Source: an optimization exercise on an open RTL-to-GDS flow (aim: small area, a short achievable clock period and few clock cycles per item). Production flows keep margins and buffers that such runs may drop.
The RTL was checked by simulation tests, not by an equivalence proof against the original design.
Power figures rest on the tool's default switching activity, not on a simulated workload.

==> 09-08: inputs <==
==> flow/design.v <==
module tcvt_lane (
    input  wire        clk,
    input  wire        s1_f32,
    input  wire        s1_isf,
    input  wire        s1_isr,
    input  wire [9:0]  s1_skr,
    input  wire [9:0]  s1_sk2,
    input  wire [9:0]  s1_skt,
    input  wire [31:0] s1_x,
    input  wire [2:0]  s2_rm,
    input  wire        s2_isf,
    input  wire        s2_isr,
    input  wire        s3_isf,
    input  wire        s3_isr,
    input  wire        s3_isu,
    input  wire        s3_f32,
    input  wire        s3_big_inf_p,  
    input  wire        s3_big_inf_n,  
    output reg  [11:0] elem,
    output reg  [3:0]  flags       
);
    wire       sgn    = s1_x[31];
    wire [7:0] E      = s1_x[30:23];
    wire       e_zero = (E == 8'd0);
    wire       e_ones = &E;
    wire       f_nz   = |s1_x[22:0];
    wire is_nan  = s1_f32 & e_ones & f_nz;
    wire is_inf  = s1_f32 & e_ones & ~f_nz;
    wire is_zero = (s1_x[30:0] == 31'd0) & (s1_f32 | ~sgn);
    wire [1:0] spc = is_nan ? {1'b1, ~s1_x[22]} : {1'b0, is_inf};
    wire m_one = &s1_x;
    wire ineg  = ~s1_f32 & sgn;
    wire inv   = ineg & ~m_one;
    wire [30:0] yi = {s1_x[30:1] ^ {30{sgn}}, (s1_x[0] ^ sgn) | m_one};
    wire [30:0] y  = s1_f32 ? {7'd0, ~e_zero, s1_x[22:0]} : yi;
    wire [15:0] lv1; wire [15:0] lp1;
    wire [7:0]  lv2; wire [15:0] lp2;
    wire [3:0]  lv3; wire [11:0] lp3;
    wire [1:0]  lv4; wire [7:0]  lp4;
    wire [31:0] yl = {1'b0, yi};
    genvar j;
    generate
        for (j = 0; j < 16; j = j + 1) begin : l1
            assign lv1[j] = yl[2*j+1] | yl[2*j];
            assign lp1[j] = yl[2*j+1];
        end
        for (j = 0; j < 8; j = j + 1) begin : l2
            assign lv2[j] = lv1[2*j+1] | lv1[2*j];
            assign lp2[2*j +: 2] = lv1[2*j+1] ? {1'b1, lp1[2*j+1]} : {1'b0, lp1[2*j]};
        end
        for (j = 0; j < 4; j = j + 1) begin : l3
            assign lv3[j] = lv2[2*j+1] | lv2[2*j];
            assign lp3[3*j +: 3] = lv2[2*j+1] ? {1'b1, lp2[4*j+2 +: 2]} : {1'b0, lp2[4*j +: 2]};
        end
        for (j = 0; j < 2; j = j + 1) begin : l4
            assign lv4[j] = lv3[2*j+1] | lv3[2*j];
            assign lp4[4*j +: 4] = lv3[2*j+1] ? {1'b1, lp3[6*j+3 +: 3]} : {1'b0, lp3[6*j +: 3]};
        end
    endgenerate
    wire [4:0] lz = lv4[1] ? {1'b1, lp4[7:4]} : {1'b0, lp4[3:0]};
    wire [31:0] z = {s1_x[31:24] & {8{~s1_f32}}, s1_x[23] | s1_f32, s1_x[22:0]};
    wire [15:0] tv1; wire [15:0] tp1;
    wire [7:0]  tv2; wire [15:0] tp2;
    wire [3:0]  tv3; wire [11:0] tp3;
    wire [1:0]  tv4; wire [7:0]  tp4;
    generate
        for (j = 0; j < 16; j = j + 1) begin : t1
            assign tv1[j] = z[2*j+1] | z[2*j];
            assign tp1[j] = ~z[2*j];
        end
        for (j = 0; j < 8; j = j + 1) begin : t2
            assign tv2[j] = tv1[2*j+1] | tv1[2*j];
            assign tp2[2*j +: 2] = tv1[2*j] ? {1'b0, tp1[2*j]} : {1'b1, tp1[2*j+1]};
        end
        for (j = 0; j < 4; j = j + 1) begin : t3
            assign tv3[j] = tv2[2*j+1] | tv2[2*j];
            assign tp3[3*j +: 3] = tv2[2*j] ? {1'b0, tp2[4*j +: 2]} : {1'b1, tp2[4*j+2 +: 2]};
        end
        for (j = 0; j < 2; j = j + 1) begin : t4
            assign tv4[j] = tv3[2*j+1] | tv3[2*j];
            assign tp4[4*j +: 4] = tv3[2*j] ? {1'b0, tp3[6*j +: 3]} : {1'b1, tp3[6*j+3 +: 3]};
        end
    endgenerate
    wire [4:0] tz = tv4[0] ? {1'b0, tp4[3:0]} : {1'b1, tp4[7:4]};
    wire [7:0] Ep  = {E[7:1], E[0] | e_zero};
    wire [7:0] lev = s1_f32 ? Ep : {3'd0, lz};
    wire h_le0   = $signed({2'b00, lev}) <= $signed(s1_sk2);
    wire ovf_big = $signed({2'b00, lev}) >= $signed(s1_skt);
    wire [4:0] hl  = lev[4:0] - s1_sk2[4:0];
    wire [4:0] ebp = (h_le0 | is_zero) ? 5'd0 : hl;
    wire [9:0] r_f = s1_skr - {2'b00, Ep};
    wire [9:0] r_raw = s1_f32 ? r_f : s1_skr;
    wire [5:0] lr  = s1_f32 ? (s1_isr ? 6'd28 : 6'd26) : ({1'b0, lz} + (s1_isr ? 6'd5 : 6'd3));
    wire [9:0] r   = is_zero ? 10'd0 : (s1_isf & ~h_le0) ? {4'd0, lr} : r_raw;
    wire huge = (~h_le0 & ~is_zero) | is_inf;
    wire ovfb = (ovf_big & ~is_zero) | is_inf;
    reg [30:0] a_y;
    reg [5:0]  a_r;
    reg        a_rz, a_sgn, a_inv, a_ho;
    reg [1:0]  a_spc;
    reg [4:0]  a_ebp;
    reg [4:0]  a_tz;
    always @(posedge clk) begin
        a_y   <= y;
        a_r   <= r[5:0];
        a_rz  <= r[9:6] != 4'd0;
        a_tz  <= tz;
        a_sgn <= sgn;
        a_inv <= inv;
        a_ho  <= s1_isf ? ovfb : huge;
        a_spc <= spc;
        a_ebp <= ebp;
    end
    wire [43:0] e0 = {1'b0, a_y, {12{a_inv}}};
    wire [43:0] e1 = a_r[5] ? {32'd0, e0[43:32]} : e0;
    wire [27:0] e2 = a_r[4] ? e1[43:16] : e1[27:0];
    wire [19:0] e3 = a_r[3] ? e2[27:8]  : e2[19:0];
    wire [15:0] e4 = a_r[2] ? e3[19:4]  : e3[15:0];
    wire [13:0] e5 = a_r[1] ? e4[15:2]  : e4[13:0];
    wire [12:0] e6 = a_r[0] ? e5[13:1]  : e5[12:0];
    wire [12:0] w  = a_rz ? 13'd0 : e6;
    wire a_st = a_rz | ({1'b0, a_tz} + 6'd13 <= {1'b0, a_r});
    wire c  = a_inv & ~a_st;
    wire g  = w[0] ^ c;
    wire cy = w[0] & c;
    wire inexact = g | a_st;
    reg inc;
    always @* begin
        case (s2_rm)
            3'd0:    inc = g & (a_st | w[1]);
            3'd2:    inc = a_sgn & inexact;
            3'd3:    inc = ~a_sgn & inexact;
            3'd4:    inc = g;
            default: inc = 1'b0;
        endcase
    end
    wire [11:0] pk = ~s2_isf ? (a_ho ? 12'hFFF : w[12:1]) :
                     s2_isr  ? {a_ho, a_ebp[4:0], w[6:1]} : {a_ho, a_ebp[2:0], w[8:1]};
    reg [11:0] b_ip;
    reg        b_incr, b_nx, b_sgn;
    reg [1:0]  b_spc;
    always @(posedge clk) begin
        b_ip   <= pk;
        b_incr <= cy | inc | (~s2_isf & a_ho);
        b_nx   <= inexact;
        b_sgn  <= a_sgn;
        b_spc  <= a_spc;
    end
    wire neg_i = b_sgn & ~s3_isf;
    wire [11:0] af = b_ip;
    wire [12:0] a  = s3_isf ? {1'b0, af} : ({1'b0, b_ip} ^ {13{neg_i}});
    wire [12:0] t  = a + {12'd0, b_incr ^ neg_i};
    wire mzero = (af[10:0] == 11'd0) & ~b_incr;
    wire ovf   = t[12] | t[11] | (s3_isr & (&t[10:6]));
    wire tiny  = s3_isr ? (b_ip[10:6] == 5'd0) : (b_ip[10:8] == 3'd0);
    wire ip_hi = b_ip[11];
    wire ip_lo_nz = |b_ip[10:0];
    wire ip_lo_ones = &b_ip[10:0];
    wire below = b_sgn & ((s3_isu ? (ip_hi | ip_lo_nz | b_incr) : (ip_hi & (ip_lo_nz | b_incr))));
    wire above = ~b_sgn & ((s3_isu ? (ip_hi & ip_lo_ones & b_incr) : (ip_hi | (ip_lo_ones & b_incr))));
    wire [11:0] lo = s3_isu ? 12'h000 : 12'h800;
    wire [11:0] hi = s3_isu ? 12'hFFF : 12'h7FF;
    wire big_inf = b_sgn ? s3_big_inf_n : s3_big_inf_p;
    wire c_nan   = b_spc[1];
    wire c_inf   = (b_spc == 2'b01);
    reg [11:0] e_n;
    reg [3:0]  f_n;
    always @* begin
        e_n = 12'h000;
        f_n = 4'd0;
        if (s3_isf) begin
            if (c_nan) begin
                e_n = s3_isr ? 12'h7E0 : 12'h800;
                f_n = {b_spc[0], 3'd0};
            end else if (c_inf & s3_isr) begin
                e_n = {b_sgn, 11'h7C0};
            end else if (ovf) begin
                e_n = {b_sgn, s3_isr ? (big_inf ? 11'h7C0 : 11'h7BF) : 11'h7FF};
                f_n = 4'b0101;
            end else begin
                e_n = {b_sgn & (s3_isr | ~mzero), t[10:0]};
                f_n = {2'b00, b_nx & tiny, b_nx};
            end
        end else begin
            if (c_nan) begin
                e_n = 12'h000;
                f_n = 4'b1000;
            end else if (below) begin
                e_n = lo;
                f_n = {s3_f32, 3'd0};
            end else if (above) begin
                e_n = hi;
                f_n = {s3_f32, 3'd0};
            end else begin
                e_n = t[11:0];
                f_n = {3'd0, b_nx & s3_f32};
            end
        end
    end
    always @(posedge clk) begin
        elem  <= e_n;
        flags <= f_n;
    end
endmodule
module tcvt_unit (
    input  wire         clk,
    input  wire         rst,         
    input  wire         in_valid,
    input  wire         in_src_f32,  
    input  wire [1:0]   in_dst_kind, 
    input  wire [6:0]   in_shift,    
    input  wire [2:0]   in_rm,       
    input  wire [127:0] in_acc,      
    output reg          out_valid,
    output wire [47:0]  out_elem,    
    output wire [19:0]  out_flags    
);
    reg         r_valid;
    reg         r_src_f32;
    reg [1:0]   r_dst_kind;
    reg [6:0]   r_shift;
    reg [2:0]   r_rm;
    reg [127:0] r_acc;
    always @(posedge clk) begin
        r_valid    <= ~rst & in_valid;
        r_src_f32  <= in_src_f32;
        r_dst_kind <= in_dst_kind;
        r_shift    <= in_shift;
        r_rm       <= in_rm;
        r_acc      <= in_acc;
    end
    wire isf = ~r_dst_kind[1];
    wire isr = (r_dst_kind == 2'd0);
    wire isu = (r_dst_kind == 2'd3);
    reg [9:0] kr, k2, kt;
    always @* begin
        case ({r_src_f32, r_dst_kind})
            3'b100:         begin kr = 10'd141; k2 = 10'd112; kt = 10'd143; end
            3'b101:         begin kr = 10'd151; k2 = 10'd124; kt = 10'd132; end
            3'b110, 3'b111: begin kr = 10'd161; k2 = 10'd138; kt = 10'd138; end
            3'b000:         begin kr = -10'd9;  k2 = -10'd15; kt = 10'd16;  end
            3'b001:         begin kr = 10'd1;   k2 = -10'd3;  kt = 10'd5;   end
            default:        begin kr = 10'd11;  k2 = 10'd11;  kt = 10'd11;  end
        endcase
    end
    wire [9:0] s_ext = {{3{r_shift[6]}}, r_shift};
    wire [9:0] skr = s_ext + kr;
    wire [9:0] sk2 = s_ext + k2;
    wire [9:0] skt = s_ext + kt;
    reg       a_valid, b_valid;
    reg [2:0] a_rm;
    reg       a_f32, a_isf, a_isr, a_isu;
    reg       b_f32, b_isf, b_isr, b_isu, b_bip, b_bin;
    always @(posedge clk) begin
        a_valid   <= ~rst & r_valid;
        b_valid   <= ~rst & a_valid;
        out_valid <= ~rst & b_valid;
        a_rm  <= r_rm;
        a_f32 <= r_src_f32;
        a_isf <= isf;
        a_isr <= isr;
        a_isu <= isu;
        b_f32 <= a_f32;
        b_isf <= a_isf;
        b_isr <= a_isr;
        b_isu <= a_isu;
        b_bip <= (a_rm == 3'd0) | (a_rm == 3'd4) | (a_rm == 3'd3);
        b_bin <= (a_rm == 3'd0) | (a_rm == 3'd4) | (a_rm == 3'd2);
    end
    genvar l;
    generate
        for (l = 0; l < 4; l = l + 1) begin : lane
            wire [3:0] fl;
            tcvt_lane u_lane (
                .clk(clk),
                .s1_f32(r_src_f32), .s1_isf(isf), .s1_isr(isr),
                .s1_skr(skr), .s1_sk2(sk2), .s1_skt(skt), .s1_x(r_acc[32*l +: 32]),
                .s2_rm(a_rm), .s2_isf(a_isf), .s2_isr(a_isr),
                .s3_isf(b_isf), .s3_isr(b_isr), .s3_isu(b_isu), .s3_f32(b_f32),
                .s3_big_inf_p(b_bip), .s3_big_inf_n(b_bin),
                .elem(out_elem[12*l +: 12]), .flags(fl));
            assign out_flags[5*l +: 5] = {fl[3], 1'b0, fl[2:0]};
        end
    endgenerate
endmodule
==> flow/flow/run.sh <==
#!/bin/bash
set -e
export BUFFER_PORTS_ARGS="-buffer_cell sky130_fd_sc_hd__buf_2"
export SETUP_SLACK_MARGIN=13.3
bash standard.sh > standard.log 2>&1
==> flow/standard.sh <==
#!/bin/bash
# synth_recipe.tcl (not shown) runs the flow's synth.tcl, then flattens the netlist and writes it again
# the make line also repeats each setting of config.mk as NAME=value (left out here)
make -C /OpenROAD-flow-scripts/flow DESIGN_CONFIG=/design/flow/config.mk WORK_HOME=/design/flow/orfs CLKGATE_MAP_FILE= SYNTH_SCRIPT=/design/flow/synth_recipe.tcl "${@:-finish}"
==> flow/config.mk <==
export PLATFORM = sky130hd
export DESIGN_NAME = tcvt_unit
export DESIGN_NICKNAME = tcvt_unit
export VERILOG_FILES = /design/flow/design.v
export SDC_FILE = /design/flow/constraint.sdc
export NUM_CORES = 4
export LEC_CHECK = 0
export CAP_MARGIN = 20
export CORE_MARGIN = 2
export CORE_UTILIZATION = 60
export CTS_CLUSTER_DIAMETER = 100
export CTS_CLUSTER_SIZE = 30
export SLEW_MARGIN = 20
==> flow/constraint.sdc <==
create_clock -name core_clock -period 18.0 [get_ports {clk}]
set_input_delay 3.6000 -clock core_clock [delete_from_list [all_inputs] [get_ports {clk}]]
set_output_delay 3.6000 -clock core_clock [all_outputs]
set_load 0.01 [all_outputs]
==> inputs of 02-11, as changes to 09-08 <==
--- a/flow/design.v
+++ b/flow/design.v
@@ -92,10 +92,11 @@
     wire [9:0] r_raw = s1_f32 ? r_f : s1_skr;
     wire [5:0] lr  = s1_f32 ? (s1_isr ? 6'd28 : 6'd26) : ({1'b0, lz} + (s1_isr ? 6'd5 : 6'd3));
-    wire [9:0] r   = is_zero ? 10'd0 : (s1_isf & ~h_le0) ? {4'd0, lr} : r_raw;
+    wire [5:0] r_sat = r_raw[5:0] | {6{r_raw[9:6] != 4'd0}};
+    wire [5:0] r   = is_zero ? 6'd0 : (s1_isf & ~h_le0) ? lr : r_sat;
     wire huge = (~h_le0 & ~is_zero) | is_inf;
     wire ovfb = (ovf_big & ~is_zero) | is_inf;
     reg [30:0] a_y;
     reg [5:0]  a_r;
-    reg        a_rz, a_sgn, a_inv, a_ho;
+    reg        a_sgn, a_inv, a_ho;
     reg [1:0]  a_spc;
     reg [4:0]  a_ebp;
@@ -103,6 +104,5 @@
     always @(posedge clk) begin
         a_y   <= y;
-        a_r   <= r[5:0];
-        a_rz  <= r[9:6] != 4'd0;
+        a_r   <= r;
         a_tz  <= tz;
         a_sgn <= sgn;
@@ -119,6 +119,6 @@
     wire [13:0] e5 = a_r[1] ? e4[15:2]  : e4[13:0];
     wire [12:0] e6 = a_r[0] ? e5[13:1]  : e5[12:0];
-    wire [12:0] w  = a_rz ? 13'd0 : e6;
-    wire a_st = a_rz | ({1'b0, a_tz} + 6'd13 <= {1'b0, a_r});
+    wire [12:0] w  = e6;
+    wire a_st = {1'b0, a_tz} + 6'd13 <= {1'b0, a_r};
     wire c  = a_inv & ~a_st;
     wire g  = w[0] ^ c;
@@ -148,54 +148,27 @@
     end
     wire neg_i = b_sgn & ~s3_isf;
-    wire [11:0] af = b_ip;
-    wire [12:0] a  = s3_isf ? {1'b0, af} : ({1'b0, b_ip} ^ {13{neg_i}});
-    wire [12:0] t  = a + {12'd0, b_incr ^ neg_i};
-    wire mzero = (af[10:0] == 11'd0) & ~b_incr;
+    wire [12:0] t = ({1'b0, b_ip} ^ {13{neg_i}}) + {12'd0, b_incr ^ neg_i};
+    wire below = b_sgn & t[12] & (s3_isu | ~t[11]);
+    wire above = ~b_sgn & (t[12] | (~s3_isu & t[11]));
+    wire c_nan = b_spc[1];
+    wire c_inf = (b_spc == 2'b01);
     wire ovf   = t[12] | t[11] | (s3_isr & (&t[10:6]));
     wire tiny  = s3_isr ? (b_ip[10:6] == 5'd0) : (b_ip[10:8] == 3'd0);
-    wire ip_hi = b_ip[11];
-    wire ip_lo_nz = |b_ip[10:0];
-    wire ip_lo_ones = &b_ip[10:0];
-    wire below = b_sgn & ((s3_isu ? (ip_hi | ip_lo_nz | b_incr) : (ip_hi & (ip_lo_nz | b_incr))));
-    wire above = ~b_sgn & ((s3_isu ? (ip_hi & ip_lo_ones & b_incr) : (ip_hi | (ip_lo_ones & b_incr))));
-    wire [11:0] lo = s3_isu ? 12'h000 : 12'h800;
-    wire [11:0] hi = s3_isu ? 12'hFFF : 12'h7FF;
+    wire mzero = (t[10:0] == 11'd0);
     wire big_inf = b_sgn ? s3_big_inf_n : s3_big_inf_p;
-    wire c_nan   = b_spc[1];
-    wire c_inf   = (b_spc == 2'b01);
-    reg [11:0] e_n;
-    reg [3:0]  f_n;
-    always @* begin
-        e_n = 12'h000;
-        f_n = 4'd0;
-        if (s3_isf) begin
-            if (c_nan) begin
-                e_n = s3_isr ? 12'h7E0 : 12'h800;
-                f_n = {b_spc[0], 3'd0};
-            end else if (c_inf & s3_isr) begin
-                e_n = {b_sgn, 11'h7C0};
-            end else if (ovf) begin
-                e_n = {b_sgn, s3_isr ? (big_inf ? 11'h7C0 : 11'h7BF) : 11'h7FF};
-                f_n = 4'b0101;
-            end else begin
-                e_n = {b_sgn & (s3_isr | ~mzero), t[10:0]};
-                f_n = {2'b00, b_nx & tiny, b_nx};
-            end
-        end else begin
-            if (c_nan) begin
-                e_n = 12'h000;
-                f_n = 4'b1000;
-            end else if (below) begin
-                e_n = lo;
-                f_n = {s3_f32, 3'd0};
-            end else if (above) begin
-                e_n = hi;
-                f_n = {s3_f32, 3'd0};
-            end else begin
-                e_n = t[11:0];
-                f_n = {3'd0, b_nx & s3_f32};
-            end
-        end
-    end
+    wire f_inf = c_inf & s3_isr;
+    wire f_sat = ~c_nan & ~f_inf & ovf;
+    wire [11:0] ef = c_nan ? (s3_isr ? 12'h7E0 : 12'h800) :
+                     f_inf ? {b_sgn, 11'h7C0} :
+                     f_sat ? {b_sgn, s3_isr ? (big_inf ? 11'h7C0 : 11'h7BF) : 11'h7FF} :
+                             {b_sgn & (s3_isr | ~mzero), t[10:0]};
+    wire [3:0] ff = c_nan ? {b_spc[0], 3'd0} : f_inf ? 4'd0 : f_sat ? 4'b0101 : {2'b00, b_nx & tiny, b_nx};
+    wire i_sat = ~c_nan & (below | above);
+    wire [11:0] ei = c_nan ? 12'h000 :
+                     i_sat ? {(below & ~s3_isu) | (above & s3_isu), {11{above}}} :
+                             t[11:0];
+    wire [3:0] fi = c_nan ? 4'b1000 : i_sat ? {s3_f32, 3'd0} : {3'd0, b_nx & s3_f32};
+    wire [11:0] e_n = s3_isf ? ef : ei;
+    wire [3:0]  f_n = s3_isf ? ff : fi;
     always @(posedge clk) begin
         elem  <= e_n;
- ABC_AREA: unset -> 1
- CORE_UTILIZATION: 60 -> 75
- CTS_CLUSTER_DIAMETER: 100 -> 80
- CTS_CLUSTER_SIZE: 30 -> 25
==> summary of the runs <==
- Critical path depth is the same in 02-11 and 09-08.
- In 09-08 the combinational power is larger than in 02-11, by 19%.
- Of 02-11 and 09-08, 02-11 has the higher clock power (gap 8.4%, measured against 09-08).
- Between 02-11 and 09-08, the lower clock skew is in 02-11 (gap 0.015 ns).
- Synthesized cell count: 02-11 is higher than 09-08 (20%).
- In 02-11 the register-to-register slack is better than in 09-08, by 0.07 ns.
- In 09-08 the total power is higher than in 02-11, by about 9%.
- Of 09-08 and 02-11, 02-11 has the higher via count (gap 10%, measured against 02-11).
- Of 09-08 and 02-11, 02-11 has the higher sequential share of layout area (gap 0.50 points).
- Against 02-11, the setup slack of 09-08 is higher by 0.017 ns.
- Fmax: 02-11 is lower than 09-08 (0.36%).
Testbench counts of 09-08, summed over its fixed seeds: cycles 64,024, items 64,000.
Testbench counts of 02-11, summed over its fixed seeds: cycles 64,024, items 64,000.

[static timing again, ports no longer ideal]
No port has a modelled driver above. Below, the same layouts with a new extraction and two added sets of constraints. Step 1 (the two cells are an assumption about what drives the block):
set clk [get_ports {clk}]
set_driving_cell -lib_cell sky130_fd_sc_hd__clkbuf_16 $clk
set_driving_cell -lib_cell sky130_fd_sc_hd__buf_2 [delete_from_list [all_inputs] $clk]
Step 2 moves the port delays by t, midway between the first and last clock arrival at a register: inputs arrive t later, outputs are due t later. That takes back most of the time a late clock gives input paths. Slacks: ideal ports / drivers / drivers and shift; pairs: ideal ports / drivers.
run	t, ns	setup slack, ns	hold WS [ns]	worst slew at a driven data input, ns
09-08	0.674	13.327 / 13.264 / 13.441	0.335 / 0.335 / 0.335	0.05
02-11	0.667	13.310 / 13.251 / 13.509	0.335 / 0.335 / 0.335	0.05
After both steps setup and hold are still met in every run listed.
